This is an optimization exercise on Yosys and OpenROAD, whose aim is small area and a short achievable clock period, not a production implementation.
The RTL was checked by simulation tests, not by an equivalence proof against the original design.
Power and IR drop assume default switching activity.

Design zasyn_rx, start of the top module:
module zasyn_rx (
    input  wire        clk,
    input  wire        rst,           
    input  wire [1:0]  pol_mode,      
    input  wire        in_valid,
    input  wire [1:0]  in_hdr,        
    input  wire [63:0] in_data,       
    output reg         o_valid,
    output reg  [1:0]  o_kind,        
    output reg  [63:0] o_data,
    output wire [9:0]  o_row,
    output wire [6:0]  o_blk,
    output reg         o_hdr_err,
    output reg         o_bip_valid,
    output reg  [4:0]  o_bip_errs,
    output reg         frame_lock,
    output reg         lom,
    output reg         pol_inv,
    output wire [6:0]  exp_mfi,
    output wire [6:0]  exp_sfi,
    output wire [2:0]  cand_cnt,
    output wire [15:0] cnt_missing,
    output wire [15:0] cnt_moves,
    output wire [15:0] cnt_ignored,
    output wire [15:0] cnt_disagree,
    output wire [15:0] cnt_hdr_err,
    output wire [15:0] cnt_bip
);
For scale: roughly 2,400 cells after synthesis.
clock: 10.0 ns
lec_check: 0
cap_margin: 0
core_margin: 2
core_utilization: 60
cts_cluster_diameter: 80
cts_cluster_size: 25
place_density: 0.75
setup_slack_margin: 5
slew_margin: 0
standard.sh (not shown) runs the stock make flow with config.mk's settings and CLKGATE_MAP_FILE= SYNTH_SCRIPT=/design/flow/synth_recipe.tcl, a recipe that flattens the netlist after the stock synthesis.
==> flow/flow/run.sh <==
#!/bin/bash
# Layout flow: the standard flow (standard.sh, standard synthesis) with
# every port buffered by sky130_fd_sc_hd__buf_1 instead of the buffer
# buffer_ports picks by default. The make output goes to flow_make.log here;
# ORFS's own per-step logs are under orfs/logs/.
set -euo pipefail
bash standard.sh "BUFFER_PORTS_ARGS=-buffer_cell sky130_fd_sc_hd__buf_1" finish > flow_make.log 2>&1
The first run went through all stages and came out clean.
Then changed:
CAP_MARGIN = 20   (was 0)
SLEW_MARGIN = 20   (was 0)
Via count is unchanged.
Design area is unchanged.
Clock-buffer cell count does not change.
Global-route usage is unchanged.
Routed wire length does not change.

* * *

zasyn_rx, a different RTL version from the one above (not shown whole).
Size: ~2300 cells after synthesis, ~420 flip-flops, roughly 280 I/O pins, about 23000 sq um of cells after synthesis.
==> flow/config.mk <==
export PLATFORM = sky130hd
export DESIGN_NAME = zasyn_rx
export DESIGN_NICKNAME = zasyn_rx
export VERILOG_FILES = /design/flow/design.v
export SDC_FILE = /design/flow/constraint.sdc
export NUM_CORES = 4
export LEC_CHECK = 0
export CAP_MARGIN = 20
export CORE_MARGIN = 2
export CORE_UTILIZATION = 60
export PLACE_DENSITY = 0.75
export SETUP_SLACK_MARGIN = 5
export SLEW_MARGIN = 20
==> flow/constraint.sdc <==
create_clock -name core_clock -period 10.0 [get_ports {clk}]
set_input_delay 2.0000 -clock core_clock [delete_from_list [all_inputs] [get_ports {clk}]]
set_output_delay 2.0000 -clock core_clock [all_outputs]
set_load 0.01 [all_outputs]
Scripts as last shown in full above: flow/flow/run.sh
Change:
--- a/flow/config.mk
+++ b/flow/config.mk
@@ -9,4 +9,4 @@
 export CORE_MARGIN = 2
-export CORE_UTILIZATION = 60
-export PLACE_DENSITY = 0.75
+export CORE_UTILIZATION = 40
+export PLACE_DENSITY = 0.6
 export SETUP_SLACK_MARGIN = 5
Clock-buffer cell count rises by 15.
Via count decreases slightly.
Wire length grows by a few percent.
Change:
--- a/flow/config.mk
+++ b/flow/config.mk
@@ -9,4 +9,6 @@
 export CORE_MARGIN = 2
-export CORE_UTILIZATION = 40
-export PLACE_DENSITY = 0.6
+export CORE_UTILIZATION = 75
+export CTS_CLUSTER_DIAMETER = 80
+export CTS_CLUSTER_SIZE = 25
+export PLACE_DENSITY = 0.85
 export SETUP_SLACK_MARGIN = 5
Worst setup slack got worse by 0.064 ns.
Flip-flop and latch count does not change.
Synthesized cell count stays the same.
Wire length came out higher by 1.0%.
Die area came out lower by 46%.
Combinational power came out higher by about 4%.
Final area came out lower by 4.8%.
Change:
--- a/flow/flow/run.sh
+++ b/flow/flow/run.sh
@@ -6,2 +6,2 @@
 set -euo pipefail
-bash standard.sh "BUFFER_PORTS_ARGS=-buffer_cell sky130_fd_sc_hd__buf_1" finish > flow_make.log 2>&1
+bash standard.sh "BUFFER_PORTS_ARGS=-buffer_cell sky130_fd_sc_hd__buf_1" SETUP_SLACK_MARGIN=5.4 finish > flow_make.log 2>&1
--- a/flow/config.mk
+++ b/flow/config.mk
@@ -9,6 +9,6 @@
 export CORE_MARGIN = 2
-export CORE_UTILIZATION = 75
+export CORE_UTILIZATION = 60
 export CTS_CLUSTER_DIAMETER = 80
 export CTS_CLUSTER_SIZE = 25
-export PLACE_DENSITY = 0.85
+export PLACE_DENSITY = 0.75
 export SETUP_SLACK_MARGIN = 5
What happened: Routed wire length goes up by 7.3%; power grows by 11%; setup slack improves by 0.054 ns; synthesized area is unchanged; register-to-register slack gets better by 0.46 ns; design area grows by 13%; non-clock buffer count rises by 152.

* * *

Setup of north:
zasyn_rx again, from the RTL that the note above started with.
Settings: LEC_CHECK=0, CAP_MARGIN=20, CORE_MARGIN=2, CORE_UTILIZATION=60, CTS_CLUSTER_DIAMETER=80, CTS_CLUSTER_SIZE=25, PLACE_DENSITY=0.75, SETUP_SLACK_MARGIN=4.6, SLEW_MARGIN=20; clock period 10.0 ns.
==> flow/flow/run.sh <==
#!/bin/bash
# Layout flow: the standard flow (standard.sh, standard synthesis) with
# every port buffered by sky130_fd_sc_hd__buf_1 instead of the buffer
# buffer_ports picks by default. The make output goes to flow_make.log here;
# ORFS's own per-step logs are under orfs/logs/.
set -euo pipefail
bash standard.sh "BUFFER_PORTS_ARGS=-buffer_cell sky130_fd_sc_hd__buf_1" finish > flow_make.log 2>&1
The inputs of south differ from those of north as listed below.
Settings: SETUP_SLACK_MARGIN now 5, was 4.6.
Fraction of power consumed by the clock network: south > north
On number of antenna violations at the first check in global routing: between south and north, it ends up lower for north.
south vs north: total design power up

static timing again, ports no longer ideal:
The flow's constraints put no driver on any port. The routed layouts listed below were extracted and timed again, unchanged, in two steps. Step 1 assumes that a clkbuf_16 drives the clock port and a buf_2 every other input. Step 2 times the ports against the registers' clock, not the clock port: input delays grow and output delays shrink by t, the midpoint of the rising clock arrivals with the driver on. Three values: no drivers, after step 1, after step 2; two values: the first two.
| run | t, ns | slack for setup (ns) | worst setup path at the end | latest minus earliest clock arrival (ns) | cell pins on the clock port's net |
|---|---|---|---|---|---|
| the first run of note 1 | 0.619 | 5.105 / 5.084 / 4.501 | input to register | 0.043 / 0.043 | 1 |
| the second run of note 1 | 0.619 | 5.105 / 5.084 / 4.501 | input to register | 0.043 / 0.043 | 1 |
| the first run of note 2 | 0.633 | 5.017 / 5.030 / 4.422 | input to register | 0.033 / 0.033 | 1 |
| the second run of note 2 | 0.649 | 4.977 / 5.013 / 4.364 | input to register | 0.046 / 0.046 | 1 |
| the third run of note 2 | 0.621 | 4.913 / 4.882 / 4.300 | input to register | 0.028 / 0.029 | 1 |
| the fourth run of note 2 | 0.635 | 4.967 / 4.910 / 4.601 | input to register | 0.026 / 0.025 | 1 |
| north | 0.651 | 4.581 / 4.612 / 3.962 | input to register | 0.046 / 0.047 | 1 |
| south | 0.641 | 4.929 / 4.964 / 4.323 | input to register | 0.040 / 0.040 | 1 |
After both steps every run listed still meets setup and hold. The setup slack of north, which loses most, moves by +0.031 ns with the drivers and by -0.619 ns with both steps.
